Source: an optimization exercise on an open RTL-to-GDS flow (aim: small area). Production flows keep margins and buffers that such runs may drop. The RTL was checked by simulation tests, not by an equivalence proof against the original design. Power figures rest on the tool's default switching activity, not on a simulated workload. The flow treats the clock pin as an ideal source, which a real chip does not have.

==> flow/design.v <==
module sinc_dec_channel (
    input  wire        clk,
    input  wire        rst,         
    input  wire        restart,     
    input  wire        sinc4,       
    input  wire [10:0] osr,         
    input  wire [15:0] ofs,         
    input  wire [15:0] gain,        
    input  wire        md_valid,    
    input  wire        md_bit,      
    output reg         out_valid,
    output wire [15:0] out_value,
    output wire        out_ok,      
    output wire [3:0]  out_settle,
    output wire        out_clip,
    output wire [3:0]  out_seq
);
    function [6:0] add6(input [5:0] a, input [5:0] b, input c);
        integer i;
        reg cc;
        begin
            cc = c;
            for (i = 0; i < 6; i = i + 1) begin
                add6[i] = a[i] ^ b[i] ^ cc;
                cc = (a[i] & b[i]) | (cc & (a[i] ^ b[i]));
            end
            add6[6] = cc;
        end
    endfunction
    function [11:0] add11(input [10:0] a, input [10:0] b, input c);
        integer i;
        reg cc;
        begin
            cc = c;
            for (i = 0; i < 11; i = i + 1) begin
                add11[i] = a[i] ^ b[i] ^ cc;
                cc = (a[i] & b[i]) | (cc & (a[i] ^ b[i]));
            end
            add11[11] = cc;
        end
    endfunction
    function [19:0] add20(input [19:0] a, input [19:0] b, input c);
        integer i;
        reg cc;
        begin
            cc = c;
            for (i = 0; i < 20; i = i + 1) begin
                add20[i] = a[i] ^ b[i] ^ cc;
                cc = (a[i] & b[i]) | (cc & (a[i] ^ b[i]));
            end
        end
    endfunction
    function [22:0] inc23(input [22:0] a, input c1, input c0);
        integer i;
        reg cc;
        begin
            inc23[0] = a[0] ^ c0;
            cc = a[0] & c0;
            inc23[1] = a[1] ^ c1 ^ cc;
            cc = (a[1] & c1) | (cc & (a[1] ^ c1));
            for (i = 2; i < 23; i = i + 1) begin
                inc23[i] = a[i] ^ cc;
                cc = a[i] & cc;
            end
        end
    endfunction
    function [9:0] dec10(input [9:0] a);
        integer i;
        reg bb;
        begin
            bb = 1'b1;
            for (i = 0; i < 10; i = i + 1) begin
                dec10[i] = a[i] ^ bb;
                bb = ~a[i] & bb;
            end
        end
    endfunction
    function [6:0] inc7(input [6:0] a);
        integer i;
        reg cc;
        begin
            cc = 1'b1;
            for (i = 0; i < 7; i = i + 1) begin
                inc7[i] = a[i] ^ cc;
                cc = a[i] & cc;
            end
        end
    endfunction
    wire [9:0]  r_in = osr[10]            ? 10'd0  :
                       (osr[9:4] == 6'd0) ? 10'd16 : osr[9:0];
    reg        active;
    reg        k4;
    reg [9:0]  rm1;          
    reg [2:0]  rc;           
    reg        clr;          
    reg        ld2;          
    reg [9:0]  phase;        
    reg        pend, pbit;   
    reg        busy, cbit, ccap;
    reg [2:0]  settle;
    reg [3:0]  seq;
    wire rc0  = (rc == 3'd0);
    wire rc6  = (rc == 3'd6);
    wire ph0  = (phase == 10'd0);
    wire pick = rc0 & pend;
    wire go   = pick | (busy & ~rc0);
    wire b    = rc0 ? pbit : cbit;
    wire cap  = rc0 ? ph0 : ccap;
    wire gcap = go & cap;
    always @(posedge clk) begin
        rc <= (restart | rc6) ? 3'd0 : rc + 3'd1;
        if (rst)
            active <= 1'b0;
        else if (restart)
            active <= 1'b1;
        if (restart)
            k4  <= sinc4;
        ld2 <= restart;
        if (ld2)
            rm1 <= dec10(phase);
        clr <= restart | (clr & ~rc6);
        if (rst | restart) begin
            pend <= 1'b0;
            busy <= 1'b0;
        end else begin
            if (md_valid & active)
                pend <= 1'b1;
            else if (pick)
                pend <= 1'b0;
            if (pick)
                busy <= 1'b1;
            else if (rc6)
                busy <= 1'b0;
        end
        if (md_valid)
            pbit <= md_bit;
        if (pick) begin
            cbit <= pbit;
            ccap <= ph0;
        end
        if (restart)
            phase <= r_in;
        else if (ld2)
            phase <= 10'd0;
        else if (pick)
            phase <= ph0 ? rm1 : dec10(phase);
    end
    reg [15:0] cofs, cgain;
    always @(posedge clk)
        if (md_valid & ph0) begin
            cofs  <= ofs;
            cgain <= gain;
        end
    reg [41:0] i1, i2, i3, i4, z2, z3, z4, s;
    reg [4:0]  cy;
    reg        cpb, cpc;     
    wire [5:0] xg = ~go ? 6'd0 : b ? {5'd0, rc0} : 6'h3F;
    wire [6:0] a1 = add6(i1[5:0], xg, ~rc0 & cy[0]);
    wire [5:0] g1 = go ? a1[5:0] : 6'd0;
    wire [6:0] a2 = add6(i2[5:0], g1, ~rc0 & cy[1]);
    wire [5:0] g2 = go ? a2[5:0] : 6'd0;
    wire [6:0] a3 = add6(i3[5:0], g2, ~rc0 & cy[2]);
    wire [5:0] g3 = go ? a3[5:0] : 6'd0;
    wire [6:0] a4 = add6(i4[5:0], g3, ~rc0 & cy[3]);
    wire [5:0] d  = k4 ? a4[5:0] : a3[5:0];
    wire       cpa = gcap;
    wire       cpx = cpa | cpb | cpc;
    wire [5:0] cm  = cpa ? d : s[5:0];
    wire [5:0] cz  = cpa ? z2[5:0] : cpb ? z3[5:0] : z4[5:0];
    wire [6:0] cd  = add6(cm, ~cz, rc0 | cy[4]);
    wire [5:0] rd = cpx ? cd[5:0] : s[5:0];
    wire [5:0] sw;           
    wire [41:0] hnext;       
    wire        hmode;
    always @(posedge clk) begin
        cy <= {cd[6], a4[6], a3[6], a2[6], a1[6]};
        if (restart) begin
            cpb <= 1'b0;
            cpc <= 1'b0;
        end else if (rc6) begin
            cpb <= cpa;
            cpc <= cpb & k4;
        end
        i1 <= {clr ? 6'd0 : a1[5:0], i1[41:6]};
        i2 <= {clr ? 6'd0 : a2[5:0], i2[41:6]};
        i3 <= {(clr | (gcap & ~k4)) ? 6'd0 : a3[5:0], i3[41:6]};
        i4 <= {(clr | (gcap & k4)) ? 6'd0 : a4[5:0], i4[41:6]};
        z2 <= {clr ? 6'd0 : cpa ? d      : z2[5:0], z2[41:6]};
        z3 <= {clr ? 6'd0 : cpb ? s[5:0] : z3[5:0], z3[41:6]};
        z4 <= {clr ? 6'd0 : cpc ? s[5:0] : z4[5:0], z4[41:6]};
        s  <= hmode ? hnext : {sw, s[41:6]};
    end
    reg  [6:0] pc;
    reg  [5:0] dbuf;         
    reg  [9:0] r1, r2, r3, r4;
    reg        qr1, qr2, qr3;
    wire start = (k4 ? cpc : cpb) & rc6 & active;
    wire ld    = (pc == 7'd20) | (pc == 7'd26) | (pc == 7'd32) | (pc == 7'd38) |
                 (pc == 7'd44) | (pc == 7'd50);
    wire [10:0] t1 = {r1, dbuf[5]};
    wire [11:0] e1 = add11(t1, ~{1'b0, rm1}, 1'b0);
    wire [10:0] t2 = {r2, qr1};
    wire [11:0] e2 = add11(t2, ~{1'b0, rm1}, 1'b0);
    wire [10:0] t3 = {r3, qr2};
    wire [11:0] e3 = add11(t3, ~{1'b0, rm1}, 1'b0);
    wire [10:0] t4 = {r4, qr3};
    wire [11:0] e4 = add11(t4, ~{1'b0, rm1}, 1'b0);
    wire        q1 = e1[11], q2 = e2[11], q3 = e3[11], q4 = e4[11];
    wire        qo = k4 ? q4 : qr3;
    wire        zfill = start | ld;
    assign      sw    = zfill ? 6'd0 : rd;
    wire        sgn   = rd[5];
    wire [9:0]  rinit = sgn ? rm1 : 10'd0;
    always @(posedge clk) begin
        dbuf <= zfill ? rd : {dbuf[4:0], 1'b0};
        r1  <= start ? rinit : q1 ? e1[9:0] : t1[9:0];
        r2  <= start ? rinit : q2 ? e2[9:0] : t2[9:0];
        r3  <= start ? rinit : q3 ? e3[9:0] : t3[9:0];
        r4  <= start ? rinit : q4 ? e4[9:0] : t4[9:0];
        qr1 <= start ? sgn : q1;
        qr2 <= start ? sgn : q2;
        qr3 <= start ? sgn : q3;
    end
    reg        qd1, qd2;     
    reg        fa, fb;       
    reg        sflag;        
    reg        dneg, dcin;
    reg  [1:0] dmag;
    wire nz1 = (r1 != 10'd0), nz2 = (r2 != 10'd0), nz3 = (r3 != 10'd0);
    wire nz4 = k4 & (r4 != 10'd0);
    wire sticky = sflag | nz4;
    wire w24   = (pc == 7'd60);
    wire w23   = (pc == 7'd61);
    wire w22   = (pc == 7'd62);
    wire wo15  = (pc >= 7'd61) & (pc <= 7'd63);
    wire wofs  = (pc >= 7'd64) & (pc <= 7'd79);
    wire wlast = (pc == 7'd84);
    wire hdig  = (pc >= 7'd61) & (pc <= 7'd84);
    wire obit  = (wofs & cofs[~pc[3:0]]) | (wo15 & cofs[15]);
    wire ysat2 = fa & qd1;
    wire rnd   = wlast & qd1 & (sticky | qd2) & ~ysat2;
    wire ypart = hdig & (fb ? ~w23 : qd2);
    wire [1:0] dsum = {1'b0, ypart} + {1'b0, obit} + {1'b0, rnd};
    wire [1:0] e24  = {1'b0, qd2} + {1'b0, cofs[15]};
    always @(posedge clk) begin
        qd1 <= qo;
        qd2 <= qd1;
        if (w24) begin
            fa <= ~qd2 & ~qd1;
            fb <= ~qd2 & qd1;
        end else if (wlast) begin
            fb <= fb | ysat2;
        end else begin
            fa <= fa & qd1;
        end
        sflag <= (pc == 7'd80) ? 1'b0 :
                 sflag | ((pc == 7'd81) & nz1) | ((pc == 7'd82) & nz2) |
                 ((pc == 7'd83) & nz3);
        if (w24) begin
            dneg <= (e24 != 2'd0);
            dmag <= e24;
            dcin <= (e24 != 2'd0);
        end else begin
            dneg <= 1'b0;
            dmag <= dsum;
            dcin <= w22;
        end
    end
    reg        hx;
    wire [17:0] alo = s[17:0];
    wire [22:0] ahi = s[40:18];
    wire [1:0]  cp  = {hx, s[41]};
    assign hmode = (pc >= 7'd52);
    wire [16:0] gm  = dmag[1] ? {cgain, 1'b0} : dmag[0] ? {1'b0, cgain} : 17'd0;
    wire [16:0] add = dneg ? ~gm : gm;
    wire [19:0] lsum = add20({1'b0, alo, 1'b0}, {3'd0, add}, dcin);
    wire [22:0] thi = inc23(ahi, cp[1], cp[0]);
    assign hnext = {lsum[18], thi[21:0], 1'b0, lsum[17:0]};
    always @(posedge clk)
        hx <= lsum[19];
    always @(posedge clk) begin
        if (rst)
            pc <= 7'd0;
        else if (start)
            pc <= 7'd15;
        else if (pc == 7'd85)
            pc <= 7'd0;
        else if (pc != 7'd0)
            pc <= inc7(pc);
        out_valid <= ~rst & (pc == 7'd85);
        if (rst)
            seq <= 4'd0;
        else if (pc == 7'd85)
            seq <= seq + 4'd1;
        if (restart)
            settle <= sinc4 ? 3'd4 : 3'd3;
        else if (out_valid && settle != 3'd0)
            settle <= settle - 3'd1;
    end
    wire [17:0] qv   = thi[22:5];
    wire        tie  = ({thi[4:0], alo} == 23'd0);
    wire        vhi  = ~qv[17] & (qv[16] | qv[15]);
    wire        vlo  = qv[17] & ~(qv[16] & qv[15]);
    assign out_value  = vhi ? 16'h7FFF : vlo ? 16'h8000 : {qv[15:1], qv[0] & ~tie};
    assign out_clip   = fb | vhi | vlo;
    assign out_settle = {1'b0, settle};
    assign out_ok     = (settle == 3'd0);
    assign out_seq    = seq;
endmodule
export LEC_CHECK = 0
export CAP_MARGIN = 20
export CORE_MARGIN = 2
export CORE_UTILIZATION = 60
export SLEW_MARGIN = 20
create_clock -name core_clock -period 10.0 [get_ports {clk}]
standard.sh (not shown) runs the stock make flow with config.mk's settings and CLKGATE_MAP_FILE= SYNTH_SCRIPT=/design/flow/synth_recipe.tcl, a recipe that flattens the netlist after the stock synthesis.
==> flow/flow/run.sh <==
#!/bin/bash
# Standard ORFS flow, with single-drive port buffers and a leaner clock tree.
bash standard.sh \
  "BUFFER_PORTS_ARGS=-buffer_cell sky130_fd_sc_hd__buf_1" \
  "CTS_ARGS=-sink_clustering_enable -repair_clock_nets -sink_clustering_size 32 -sink_clustering_max_diameter 100 -buf_list sky130_fd_sc_hd__clkbuf_16 -dont_use_dummy_load -root_buf sky130_fd_sc_hd__clkbuf_4" \
  finish > standard_run.log 2>&1
The baseline completed with no timing, DRC or antenna violations.
Edit:
--- a/flow/design.v
+++ b/flow/design.v
@@ -86,14 +86,14 @@
             end
         end
     endfunction
-    wire [9:0]  r_in = osr[10]            ? 10'd0  :
-                       (osr[9:4] == 6'd0) ? 10'd16 : osr[9:0];
+    wire [9:0]  rm1_in = (osr[10] & (osr[9:0] != 10'd0)) ? 10'd1023 :
+                         (osr[10:4] == 7'd0)              ? 10'd15 :
+                         osr[9:0] - 10'd1;
     reg        active;
     reg        k4;
     reg [9:0]  rm1;          
     reg [2:0]  rc;           
     reg        clr;          
-    reg        ld2;          
     reg [9:0]  phase;        
     reg        pend, pbit;   
     reg        busy, cbit, ccap;
@@ -113,11 +113,10 @@
             active <= 1'b0;
         else if (restart)
             active <= 1'b1;
-        if (restart)
+        if (restart) begin
             k4  <= sinc4;
-        ld2 <= restart;
-        if (ld2)
-            rm1 <= dec10(phase);
+            rm1 <= rm1_in;
+        end
         clr <= restart | (clr & ~rc6);
         if (rst | restart) begin
             pend <= 1'b0;
@@ -139,8 +138,6 @@
             ccap <= ph0;
         end
         if (restart)
-            phase <= r_in;
-        else if (ld2)
             phase <= 10'd0;
         else if (pick)
             phase <= ph0 ? rm1 : dec10(phase);
@@ -152,8 +149,7 @@
             cgain <= gain;
         end
     reg [41:0] i1, i2, i3, i4, z2, z3, z4, s;
-    reg [4:0]  cy;
-    reg        cpb, cpc;     
+    reg [6:0]  cy;
     wire [5:0] xg = ~go ? 6'd0 : b ? {5'd0, rc0} : 6'h3F;
     wire [6:0] a1 = add6(i1[5:0], xg, ~rc0 & cy[0]);
     wire [5:0] g1 = go ? a1[5:0] : 6'd0;
@@ -163,38 +159,29 @@
     wire [5:0] g3 = go ? a3[5:0] : 6'd0;
     wire [6:0] a4 = add6(i4[5:0], g3, ~rc0 & cy[3]);
     wire [5:0] d  = k4 ? a4[5:0] : a3[5:0];
-    wire       cpa = gcap;
-    wire       cpx = cpa | cpb | cpc;
-    wire [5:0] cm  = cpa ? d : s[5:0];
-    wire [5:0] cz  = cpa ? z2[5:0] : cpb ? z3[5:0] : z4[5:0];
-    wire [6:0] cd  = add6(cm, ~cz, rc0 | cy[4]);
-    wire [5:0] rd = cpx ? cd[5:0] : s[5:0];
+    wire [6:0] c2 = add6(d,       ~z2[5:0], rc0 | cy[4]);
+    wire [6:0] c3 = add6(c2[5:0], ~z3[5:0], rc0 | cy[5]);
+    wire [6:0] c4 = add6(c3[5:0], ~z4[5:0], rc0 | cy[6]);
+    wire [5:0] rd = gcap ? (k4 ? c4[5:0] : c3[5:0]) : s[5:0];
     wire [5:0] sw;           
     wire [41:0] hnext;       
     wire        hmode;
     always @(posedge clk) begin
-        cy <= {cd[6], a4[6], a3[6], a2[6], a1[6]};
-        if (restart) begin
-            cpb <= 1'b0;
-            cpc <= 1'b0;
-        end else if (rc6) begin
-            cpb <= cpa;
-            cpc <= cpb & k4;
-        end
+        cy <= {c4[6], c3[6], c2[6], a4[6], a3[6], a2[6], a1[6]};
         i1 <= {clr ? 6'd0 : a1[5:0], i1[41:6]};
         i2 <= {clr ? 6'd0 : a2[5:0], i2[41:6]};
         i3 <= {(clr | (gcap & ~k4)) ? 6'd0 : a3[5:0], i3[41:6]};
         i4 <= {(clr | (gcap & k4)) ? 6'd0 : a4[5:0], i4[41:6]};
-        z2 <= {clr ? 6'd0 : cpa ? d      : z2[5:0], z2[41:6]};
-        z3 <= {clr ? 6'd0 : cpb ? s[5:0] : z3[5:0], z3[41:6]};
-        z4 <= {clr ? 6'd0 : cpc ? s[5:0] : z4[5:0], z4[41:6]};
+        z2 <= {clr ? 6'd0 : gcap ? d       : z2[5:0], z2[41:6]};
+        z3 <= {clr ? 6'd0 : gcap ? c2[5:0] : z3[5:0], z3[41:6]};
+        z4 <= {clr ? 6'd0 : gcap ? c3[5:0] : z4[5:0], z4[41:6]};
         s  <= hmode ? hnext : {sw, s[41:6]};
     end
     reg  [6:0] pc;
     reg  [5:0] dbuf;         
     reg  [9:0] r1, r2, r3, r4;
     reg        qr1, qr2, qr3;
-    wire start = (k4 ? cpc : cpb) & rc6 & active;
+    wire start = go & ccap & rc6 & active;
     wire ld    = (pc == 7'd20) | (pc == 7'd26) | (pc == 7'd32) | (pc == 7'd38) |
                  (pc == 7'd44) | (pc == 7'd50);
     wire [10:0] t1 = {r1, dbuf[5]};
Core utilization went down by 0.84 points; synthesized area went up by 0.71%; final area went up by 0.59%; power went down by 1.8%; flip-flop and latch count went down by 1; clock power stays flat; wire length went down by 2.8%; non-clock buffer count does not change; worst setup slack loses 0.63 ns; synthesized cell count barely changes; die area went up by 0.69%; critical path depth went down by 1; clock-buffer cell count does not change; final cell count hardly moves.

==> re-timing with driven ports <==
No port has a modelled driver above. Below, the same layouts with a new extraction and two added sets of constraints.
Step 1: set_driving_cell puts a clkbuf_16 on clk and a buf_2 on each other input, an assumption about the parent block.
Step 2 also shifts input and output timing later by t, the mid clock arrival at the registers, as if the neighbouring blocks saw the same clock.
Slacks: no drivers / after step 1 / after step 2; pairs: no drivers / after step 1.
run | t, ns | slack for setup (ns) | latest minus earliest clock arrival (ns)
the first run | 0.774 | 1.577 / 1.534 / 1.749 | 0.056 / 0.056
the second run | 0.780 | 0.946 / 0.946 / 0.946 | 0.030 / 0.030
After both steps every run listed still meets setup and hold.
